This design comes from an exercise in tuning for small area and a short achievable clock period on the open sky130 flow, not from production work. Only the layout flow was run in this run; the RTL was not checked for function there. Power is estimated from default activity; no workload was simulated.

**flow/run.sh**
```bash
#!/bin/bash
# synth_recipe.tcl (not shown) runs the flow's synth.tcl, then flattens the netlist and writes it again
# the make line also repeats each setting of config.mk as NAME=value (left out here)
make -C /OpenROAD-flow-scripts/flow DESIGN_CONFIG=/design/flow/config.mk WORK_HOME=/design/flow/orfs CLKGATE_MAP_FILE= SYNTH_SCRIPT=/design/flow/synth_recipe.tcl finish
```
**flow/config.mk**
```make
export PLATFORM = sky130hd
export DESIGN_NAME = win_matcher
export DESIGN_NICKNAME = win_matcher
export VERILOG_FILES = /design/flow/design.v
export SDC_FILE = /design/flow/constraint.sdc
export NUM_CORES = 8
export LEC_CHECK = 0
export CAP_MARGIN = 20
export CORE_MARGIN = 2
export CORE_UTILIZATION = 40
export SLEW_MARGIN = 20
```
**flow/constraint.sdc**
```tcl
create_clock -name core_clock -period 18.0 [get_ports {clk}]
set_input_delay 3.6000 -clock core_clock [delete_from_list [all_inputs] [get_ports {clk}]]
set_output_delay 3.6000 -clock core_clock [all_outputs]
set_load 0.01 [all_outputs]
```
**flow/design.v**
```verilog
module win_matcher (
    input              clk,
    input              rst,
    input              cfg_we,
    input      [5:0]   cfg_addr,
    input      [13:0]  cfg_data,
    input              maj_we,
    input      [3:0]   maj_grp,
    input      [8:0]   maj_data,
    input              bnd,
    input              bnd_open,
    input      [13:0]  bnd_slot,
    input      [13:0]  bnd_sweep,
    input      [5:0]   bnd_info,
    input      [1:0]   hit_valid,
    input      [27:0]  hit_tile,
    input      [27:0]  hit_out,
    input      [5:0]   hit_flags,
    output reg         rec_valid,
    output reg [2:0]   rec_beat,
    output     [111:0] rec_data
);
    localparam NWIN = 16;
    function ge7;
        input [6:0] x;
        input [6:0] y;
        integer i;
        reg r;
        begin
            r = 1'b1;
            for (i = 0; i < 7; i = i + 1)
                r = (x[i] & ~y[i]) | (x[i] & r) | (~y[i] & r);
            ge7 = r;
        end
    endfunction
    function [14:0] add14;
        input [13:0] a;
        input [13:0] b;
        reg [13:0] p, g, p0;
        integer i, j;
        begin
            p  = a ^ b;
            g  = a & b;
            p0 = p;
            for (i = 1; i <= 4; i = i + 1)
                for (j = 2**i - 1; j < 14; j = j + 2**i) begin
                    g[j] = g[j] | p[j] & g[j - 2**(i-1)];
                    p[j] = p[j] & p[j - 2**(i-1)];
                end
            for (i = 4; i > 0; i = i - 1)
                for (j = 2**i + 2**(i-1) - 1; j < 14; j = j + 2**i) begin
                    g[j] = g[j] | p[j] & g[j - 2**(i-1)];
                    p[j] = p[j] & p[j - 2**(i-1)];
                end
            add14 = {g[13], p0 ^ {g[12:0], 1'b0}};
        end
    endfunction
    function [27:0] ssum;
        input [27:0] s;
        input [13:0] a;
        reg [14:0] lo;
        reg [13:0] hp;
        reg [27:0] n;
        integer i;
        begin
            lo = add14(s[13:0], a);
            hp[0] = 1'b1;
            for (i = 1; i < 14; i = i + 1)
                hp[i] = hp[i-1] & s[13+i];
            for (i = 0; i < 14; i = i + 1)
                n[14+i] = s[14+i] ^ (lo[14] & hp[i]);
            n[13:0] = lo[13:0];
            ssum = (lo[14] & hp[13] & s[27]) ? 28'hFFFFFFF : n;
        end
    endfunction
    function [13:0] scnt;
        input [13:0] c;
        input        one;
        input        two;
        reg          t;
        reg [13:0]   hp;
        reg [13:0]   n;
        integer i;
        begin
            n[0] = c[0] ^ one;
            t    = two | (one & c[0]);
            hp[1] = 1'b1;
            for (i = 2; i < 14; i = i + 1)
                hp[i] = hp[i-1] & c[i-1];
            for (i = 1; i < 14; i = i + 1)
                n[i] = c[i] ^ (t & hp[i]);
            scnt = (t & hp[13] & c[13]) ? 14'h3FFF : n;
        end
    endfunction
    function [1:0] fa;
        input a, b, c;
        fa = {(a & b) | (a & c) | (b & c), a ^ b ^ c};
    endfunction
    function [1:0] ha;
        input a, b;
        ha = {a & b, a ^ b};
    endfunction
    function [4:0] pop16;
        input [15:0] x;
        reg [1:0] f0, f1, f2, f3, f4, f5, f6, f7, f8, f9, f10, f11, h0;
        begin
            f0  = fa(x[0],  x[1],  x[2]);
            f1  = fa(x[3],  x[4],  x[5]);
            f2  = fa(x[6],  x[7],  x[8]);
            f3  = fa(x[9],  x[10], x[11]);
            f4  = fa(x[12], x[13], x[14]);
            f5  = fa(f0[0], f1[0], f2[0]);
            f6  = fa(f3[0], f4[0], x[15]);
            h0  = ha(f5[0], f6[0]);
            f7  = fa(f0[1], f1[1], f2[1]);
            f8  = fa(f3[1], f4[1], f5[1]);
            f9  = ha(f6[1], h0[1]);
            f10 = fa(f7[0], f8[0], f9[0]);
            f11 = fa(f7[1], f8[1], f9[1]);
            pop16 = {f11[1], 3'd0} + {f11[0], 2'd0} + {f10[1], 2'd0} + {f10[0], 1'b0} + {4'd0, h0[0]};
        end
    endfunction
    reg [6:0] d_u0   [0:NWIN-1];
    reg [6:0] d_u1   [0:NWIN-1];
    reg [6:0] d_v0   [0:NWIN-1];
    reg [6:0] d_v1   [0:NWIN-1];
    reg       d_en   [0:NWIN-1];
    reg [3:0] d_grp  [0:NWIN-1];
    reg [2:0] d_um   [0:NWIN-1];
    reg       d_neg  [0:NWIN-1];
    reg [4:0] d_mse  [0:NWIN-1];
    reg [5:0] d_minc [0:NWIN-1];
    reg [7:0] d_msm  [0:NWIN-1];
    reg [4:0] d_maj  [0:15];
    always @(posedge clk) begin
        if (cfg_we) begin
            case (cfg_addr[1:0])
                2'd0: begin
                    d_u0[cfg_addr[5:2]] <= cfg_data[13:7];
                    d_u1[cfg_addr[5:2]] <= cfg_data[6:0];
                end
                2'd1: begin
                    d_v0[cfg_addr[5:2]] <= cfg_data[13:7];
                    d_v1[cfg_addr[5:2]] <= cfg_data[6:0];
                end
                2'd2: begin
                    d_en [cfg_addr[5:2]] <= cfg_data[13];
                    d_grp[cfg_addr[5:2]] <= cfg_data[12:9];
                    d_um [cfg_addr[5:2]] <= cfg_data[8:6];
                    d_neg[cfg_addr[5:2]] <= cfg_data[5];
                    d_mse[cfg_addr[5:2]] <= cfg_data[4:0];
                end
                default: begin
                    d_minc[cfg_addr[5:2]] <= cfg_data[13:8];
                    d_msm [cfg_addr[5:2]] <= cfg_data[7:0];
                end
            endcase
        end
        if (maj_we)
            d_maj[maj_grp] <= (maj_data > 9'd16) ? 5'd0 : maj_data[4:0];
    end
    reg        open;
    reg [3:0]  ridx;
    reg [6:1]  cl;         
    reg        opnd;       
    reg [13:0] h_slot, h_sweep;
    reg [5:0]  h_info;
    wire closing = bnd && open;
    always @(posedge clk) begin
        if (rst) begin
            open <= 1'b0;
            cl   <= 6'd0;
        end else begin
            cl <= {cl[5:1], closing};
            if (bnd)
                open <= bnd_open;
        end
    end
    always @(posedge clk) begin
        opnd <= bnd && bnd_open;
        if (bnd && bnd_open) begin
            ridx    <= open ? ridx + 4'd1 : 4'd0;
            h_slot  <= bnd_slot;
            h_sweep <= bnd_sweep;
            h_info  <= bnd_info;
        end
    end
    wire [6:0]  hu0 = hit_tile[6:0];
    wire [6:0]  hv0 = hit_tile[13:7];
    wire [6:0]  hu1 = hit_tile[20:14];
    wire [6:0]  hv1 = hit_tile[27:21];
    wire [12:0] pos0 = hit_out[12:0]  & {13{~hit_out[13]}};
    wire [12:0] pos1 = hit_out[26:14] & {13{~hit_out[27]}};
    reg [NWIN-1:0] qa0, qa1;
    reg [12:0]     pa0, pa1;
    reg [13:0]     pa01;
    reg [1:0]      hva;
    reg            firsta;
    integer w;
    always @(posedge clk) begin
        for (w = 0; w < NWIN; w = w + 1) begin
            qa0[w] <= hit_valid[0] & open & d_en[w] &
                      ge7(hu0, d_u0[w]) & ge7(d_u1[w], hu0) &
                      ge7(hv0, d_v0[w]) & ge7(d_v1[w], hv0) &
                      ~|(d_um[w] & ~hit_flags[2:0]);
            qa1[w] <= hit_valid[1] & open & d_en[w] &
                      ge7(hu1, d_u0[w]) & ge7(d_u1[w], hu1) &
                      ge7(hv1, d_v0[w]) & ge7(d_v1[w], hv1) &
                      ~|(d_um[w] & ~hit_flags[5:3]);
        end
        pa0    <= pos0;
        pa1    <= pos1;
        pa01   <= {1'b0, pos0} + {1'b0, pos1};
        hva    <= hit_valid & {2{open}};
        firsta <= opnd;
    end
    reg [13:0] hits;
    always @(posedge clk)
        hits <= scnt(hits & {14{~firsta}}, hva[0] ^ hva[1], hva[0] & hva[1]);
    reg [13:0] cnt [0:NWIN-1];
    reg [27:0] sum [0:NWIN-1];
    always @(posedge clk) begin : accum
        reg [13:0] sadd;
        for (w = 0; w < NWIN; w = w + 1) begin
            case ({qa1[w], qa0[w]})
                2'b00:   sadd = 14'd0;
                2'b01:   sadd = {1'b0, pa0};
                2'b10:   sadd = {1'b0, pa1};
                default: sadd = pa01;
            endcase
            cnt[w] <= scnt(cnt[w] & {14{~firsta}}, qa0[w] ^ qa1[w], qa0[w] & qa1[w]);
            sum[w] <= ssum(sum[w] & {28{~firsta}}, sadd);
        end
    end
    reg [NWIN-1:0] mb, ws, big, cs_w, cc_w;
    reg            csat_c, ssat_c;
    reg [14:0]     xw, sw;
    reg            hnz, ge;
    reg [5:0]      mc;
    integer k, i;
    always @* begin
        csat_c = 1'b0;
        ssat_c = 1'b0;
        for (k = 0; k < NWIN; k = k + 1) begin
            mc = {d_minc[k][5:1], d_minc[k][0] | (d_minc[k] == 6'd0)};
            ge = 1'b1;
            for (i = 0; i < 6; i = i + 1)
                ge = (cnt[k][i] & ~mc[i]) | (cnt[k][i] & ge) | (~mc[i] & ge);
            cc_w[k] = (|cnt[k][13:6]) | ge;
            xw = {7'd0, d_msm[k]} << d_mse[k][2:0];
            case (d_mse[k][4:3])
                2'd0:    begin sw = sum[k][14:0];             hnz = |sum[k][27:15]; end
                2'd1:    begin sw = sum[k][22:8];             hnz = |sum[k][27:23]; end
                2'd2:    begin sw = {3'd0, sum[k][27:16]};    hnz = 1'b0; end
                default: begin sw = {11'd0, sum[k][27:24]};   hnz = 1'b0; end
            endcase
            ge = 1'b1;
            for (i = 0; i < 15; i = i + 1)
                ge = (sw[i] & ~xw[i]) | (sw[i] & ge) | (~xw[i] & ge);
            cs_w[k] = hnz | ge;
            mb[k]  = d_en[k] & (d_neg[k] ^ (cc_w[k] & cs_w[k]));
            ws[k]  = d_en[k] & ((&cnt[k]) | (&sum[k]));
            if (d_en[k] & (&cnt[k])) csat_c = 1'b1;
            if (d_en[k] & (&sum[k])) ssat_c = 1'b1;
            big[k] = |sum[k][27:20];
        end
    end
    reg [4:0]  rk;         
    reg [15:0] sel [0:3];
    reg [38:0] ent_c [0:3];    
    integer j;
    always @* begin
        rk = 5'b00001;
        for (k = 0; k < NWIN; k = k + 1) begin
            for (j = 0; j < 4; j = j + 1)
                sel[j][k] = mb[k] & rk[j];
            if (mb[k])
                rk = {rk[4] | rk[3], rk[2:0], 1'b0};
        end
        for (j = 0; j < 4; j = j + 1) begin
            ent_c[j] = 39'd0;
            for (k = 0; k < NWIN; k = k + 1)
                ent_c[j] = ent_c[j] | ({39{sel[j][k]}} & {big[k], sum[k][19:0], cnt[k], k[3:0]});
        end
    end
    reg [NWIN-1:0] mbr, wsr;
    reg            csat_r, ssat_r;
    reg [38:0]     ent [0:3];
    always @(posedge clk) begin
        if (cl[2]) begin
            mbr    <= mb;
            wsr    <= ws;
            csat_r <= csat_c;
            ssat_r <= ssat_c;
            for (j = 0; j < 4; j = j + 1)
                ent[j] <= ent_c[j];
        end
    end
    function [13:0] lc0;
        input [38:0] e;
        lc0 = {e[38] ? 6'h3F : e[37:32], 4'd0, e[3:0]};
    endfunction
    function [13:0] lc2;
        input [38:0] e;
        lc2 = e[38] ? 14'h3FFF : e[31:18];
    endfunction
    reg [NWIN-1:0] gmemb [0:15];
    always @* begin
        for (i = 0; i < 16; i = i + 1)
            for (k = 0; k < NWIN; k = k + 1)
                gmemb[i][k] = (d_grp[k] == i);
    end
    wire [NWIN-1:0] m_in = cl[2] ? mb : mbr;
    wire [NWIN-1:0] s_in = cl[2] ? ws : wsr;
    reg [13:0] gunit [0:7];
    reg [4:0]  nmatch;
    reg [NWIN-1:0] mm;
    reg [4:0]  gm, gn;
    integer u;
    always @* begin
        for (u = 0; u < 8; u = u + 1) begin
            mm = {NWIN{1'b0}};
            gm = 5'd0;
            if (cl[2] && u < 2) begin
                mm = gmemb[u];
                gm = d_maj[u];
            end
            if (cl[3]) begin
                mm = gmemb[2 + u];
                gm = d_maj[2 + u];
            end
            if (cl[4] && u < 6) begin
                mm = gmemb[10 + u];
                gm = d_maj[10 + u];
            end
            if (cl[6] && u == 0)
                mm = {NWIN{1'b1}};
            gn = pop16(m_in & mm);
            gunit[u] = {(gm != 5'd0) && (gn >= gm), |(s_in & mm), 7'd0, gn};
        end
        nmatch = gunit[0][4:0];
    end
    reg [13:0] oc [0:7];
    assign rec_data = {oc[7], oc[6], oc[5], oc[4], oc[3], oc[2], oc[1], oc[0]};
    integer p;
    always @(posedge clk) begin
        if (closing) begin
            oc[0] <= h_slot;
            oc[1] <= h_sweep;
            oc[2] <= {h_info, 4'd0, ridx};
        end
        if (cl[2]) begin
            oc[3] <= hits;
            oc[4] <= mb[13:0];
            oc[5] <= {12'd0, mb[15:14]};
            oc[6] <= gunit[0];
            oc[7] <= gunit[1];
        end
        if (cl[3]) begin
            for (p = 0; p < 8; p = p + 1)
                oc[p] <= gunit[p];
        end
        if (cl[4]) begin
            for (p = 0; p < 6; p = p + 1)
                oc[p] <= gunit[p];
            oc[6] <= lc0(ent[0]);
            oc[7] <= ent[0][17:4];
        end
        if (cl[5]) begin
            oc[0] <= lc2(ent[0]);
            oc[1] <= lc0(ent[1]);
            oc[2] <= ent[1][17:4];
            oc[3] <= lc2(ent[1]);
            oc[4] <= lc0(ent[2]);
            oc[5] <= ent[2][17:4];
            oc[6] <= lc2(ent[2]);
            oc[7] <= lc0(ent[3]);
        end
        if (cl[6]) begin
            oc[0] <= ent[3][17:4];
            oc[1] <= lc2(ent[3]);
            oc[2] <= {(nmatch > 5'd4), csat_r, ssat_r, 6'd0, nmatch};
            oc[3] <= 14'd0;
            oc[4] <= 14'd0;
            oc[5] <= 14'd0;
            oc[6] <= 14'd0;
            oc[7] <= 14'd0;
        end
    end
    always @(posedge clk) begin
        if (rst) begin
            rec_valid <= 1'b0;
            rec_beat  <= 3'd0;
        end else begin
            rec_valid <= |cl[6:2];
            rec_beat  <= {cl[6], cl[5] | cl[4], cl[5] | cl[3]};
        end
    end
endmodule
```
==> run summary <==
[cells by family after synthesis]
| logic type | Yosys count | share of synthesized area [%] |
|---|---|---|
| AND/OR/NAND/NOR | 4379 | 15.98 |
| AO/OA/AOI/OAI | 3755 | 19.56 |
| flip-flops | 2089 | 39.77 |
| buffers and inverters | 2063 | 5.840 |
| adder cells (fa/ha/maj) | 1173 | 11.03 |
| multiplexers | 522 | 4.827 |
| XOR/XNOR | 463 | 2.991 |
[worst max-delay path: cells and delay by family, from the launching register on]
family          cells  cell delay (ps)
compound gates     15             3120
xor+xnor            1              190
fa+ha+maj           4             1240
buf+inv             6             2180
flops               1              910
mux                 1              630
simple gates        6             2500
[through the flow]
step	utilization, %	instances	power (mW)	hold WS, ps
global placement	42.22	18325	5.982	310.1
CTS	44.71	18783	11.19	327.7
floorplan	-	14444	5.572	309.6
detailed placement	42.23	18328	5.985	320.3
finish	44.74	18804	11.17	325.7
global route	44.73	18789	11.41	329.6
[registers in the layout, summed over array words and instances (netlist names), 48 cells and up]
| name | cells |
|---|---|
| d_um | 48 |
| d_grp | 64 |
| d_msm | 128 |
| d_v0 | 112 |
| sum | 448 |
| d_minc | 96 |
| d_mse | 80 |
| ent | 156 |
| oc | 112 |
| d_maj | 80 |
| d_u0 | 112 |
| d_v1 | 112 |
| d_u1 | 112 |
| cnt | 224 |
[worst max-delay path by stage]
stage                            end  cells after the start
final                     ent[3][19]                     33
after global routing      ent[3][19]                     33
after CTS                 ent[3][35]                     33
after detailed placement  ent[3][19]                     33
after global placement    ent[3][19]                     33
after floorplan            oc[6][13]                     22
[power groups by stage]
stage | sequential, mW | clock, mW | combinational, mW
after floorplan | 5.26 | 0 | 0.315
after detailed placement | 5.28 | 0 | 0.708
after global routing | 5.18 | 5.47 | 0.753
after global placement | 5.28 | 0 | 0.705
final | 5.18 | 5.27 | 0.727
after CTS | 5.18 | 5.31 | 0.709
[Yosys cell counts, drive strengths merged, types with 202 or more instances]
| master | count | share of area (%) |
|---|---|---|
| nand2 | 1375 | 3.8 |
| edfxtp | 1208 | 27 |
| clkbuf | 1092 | 3.0 |
| dfxtp | 881 | 13 |
| o21ai | 836 | 3.1 |
| nor2 | 792 | 2.2 |
| inv | 763 | 2.1 |
| maj3 | 543 | 4.0 |
| a21oi | 530 | 2.0 |
| a22oi | 516 | 2.9 |
| nand3 | 432 | 1.6 |
| ha | 412 | 3.8 |
| nor2b | 353 | 1.6 |
| mux2i | 333 | 2.5 |
| a21o | 277 | 1.5 |
| nand2b | 275 | 1.3 |
| nand4 | 264 | 1.2 |
| a221o | 253 | 1.9 |
| xnor2 | 237 | 1.5 |
| xor2 | 226 | 1.5 |
| fa | 218 | 3.2 |
| a222oi | 205 | 1.5 |
| a221oi | 202 | 1.3 |
[layer usage]
metal / global-route usage [%] / routed length [um] / vias to the layer above
met3: 10.28 / 73850 / 1554
met2: 50.19 / 254100 / 7534
met1: 46.79 / 249900 / 59564
met4: 18.78 / 41430 / 45
li1: - / - / 52581
met5: 0.3222 / 696 / -
[cell type report]
class / count / area, sq um / area share (%)
clock inverters: 135 / 1538 / 1.020
well taps: 4515 / 5649 / 3.749
multi-input cells: 10292 / 74230 / 49.26
inverters: 775 / 2917 / 1.935
clock buffers: 320 / 6804 / 4.515
repair buffers: 659 / 5580 / 3.703
flip-flops and latches: 2089 / 53940 / 35.79
diodes: 19 / 47.55 / 0.03155
==> flow_metrics.tcl <==
set metrics [dict create \
    fillers 32174 \
    async_flop_share_pct 0 \
    groute.usage.overall_pct 34.86 \
    ys_types 116 \
    drive_gt1_share_pct 9.033 \
    antenna_found_initial 44 \
    syn_nets 15211 \
    cp_max_fo 40 \
    cap_violations 0 \
    layout_common_cells "nand2_1, edfxtp_1, dfxtp_1" \
    rr_worst_depth 33 \
    cp_data_arrival_time_ps 11810 \
    io_buffer_count 252 \
    cts.sinks 2089 \
    crit_path_start "d_mse[1][3]" \
    p_int_mw 8.381 \
    worstHoldStart "opnd" \
    min_period_ps 10990 \
    clkPwrFrac_pct 47.2 \
    clk_latency_ps 1020 \
    pwr-share-seq_pct 46.3 \
    swShare_pct 25.00 \
    core_area_sq_um 336900 \
    clk_pin_slew_ps 70 \
    dominantRegCellSynth "edfxtp_1" \
    ys_seq_elements 2089 \
    path_class "reg -> reg" \
    ir_worst_vdd_uv 98.66 \
    critPathCaptureType "flip-flop" \
    ys_warn_count 9 \
    drt_iter0_markers 19060 \
    synth_edf_count 1208 \
    setup_viol 0 \
    final_common_cell "nand2_1" \
    cts_tree "done" \
    synthCells 14444 \
    wl_per_cell_um 32.97 \
    comb_power_share_pct 6.5 \
    switchingPower_mw 2.793 \
    grt_pass1_vias 110558 \
    dr.pass1.iters 17 \
    area_growth_pct 11.16 \
    slew_headroom_pct 11.31 \
    numCtsBuffers 242 \
    postCtsSetupRepairBufs 0 \
    die_y_um 586.2 \
    r2r_start "d_mse[1][3]" \
    synth_area_sq_um 135600 \
    gp_congestion 1.038 \
    hold_depth 0 \
    grt_max_degree 103 \
    fmax_mhz 91.01 \
    status "finished clean" \
    root_buffer "clkbuf_16" \
    ios 253 \
    post-dp-hpwl_um 455400 \
    holdBufCountCts 0 \
    hold_path_class "reg -> reg" \
    place_area_sq_um 142300 \
    vias 121278 \
    cts_resized 0 \
    wirelength_um 620000 \
    viasPerCell 6.450 \
    cp_slowest_cell "a2bb2oi_1" \
    r2r_slack_ps 7010 \
    syn_area_per_cell_sq_um 9.386 \
    drv_slew 0 \
    die_w_um 586.2 \
    setup_ws_ps 7012 \
    fin_tns_setup_ps 0 \
    ys_seq_area_share_pct 39.77 \
    place_ws_ps 7378 \
    worstReg2RegEnd "ent[3][19]" \
    drc 0 \
    h-tree-depth 4 \
    num_rows 213 \
    whs_endpoint "firsta" \
    period_share_pct 61.04 \
    p_leak_nw 56.36 \
    ant_nets 0 \
    powerDensity_nw_per_um2 74.15 \
    grt_pass1_wl_um 860000 \
    cts_buffer_depth 4 \
    initial_core_util_pct 40.24 \
    tightestPinTransition_ps 1330 \
    grt_overflow 0 \
    rsz0062_at_grt "false" \
    crit_required_ps 18820 \
    fin_skew_ps 88.86 \
    design_area_sq_um 150700 \
    startpoint_type "flip-flop" \
    slowest_delay_ps 950 \
    finalHoldViolCount 0 \
    nets 14826 \
    die_area_sq_um 343600 \
]

[port drivers added, routing unchanged]
The flow's constraints put no driver on any port. The routed layout listed below was extracted and timed again, unchanged, in two steps.
Step 1 sets driving cells, clkbuf_16 on the clock port and buf_2 on the other inputs (assumed; they add their load-dependent delay and slew).
Step 2 adds t to the input delays and takes it off the output delays; t is the mean of the earliest and latest rising clock arrival at the registers after step 1. Input paths then give back, and output paths get back, about the clock's delay inside the block.
Three values: no drivers, after step 1, after step 2; two values: the first two.
shift t [ns]: 1.075
setup slack, ns: 7.012 / 7.012 / 7.012
latest minus earliest clock arrival (ns): 0.100 / 0.099
pins driven straight from the clock port: 1
After both steps this run still meets setup and hold. The setup slack of this run moves by 0.000 ns with the drivers and by 0.000 ns with both steps.
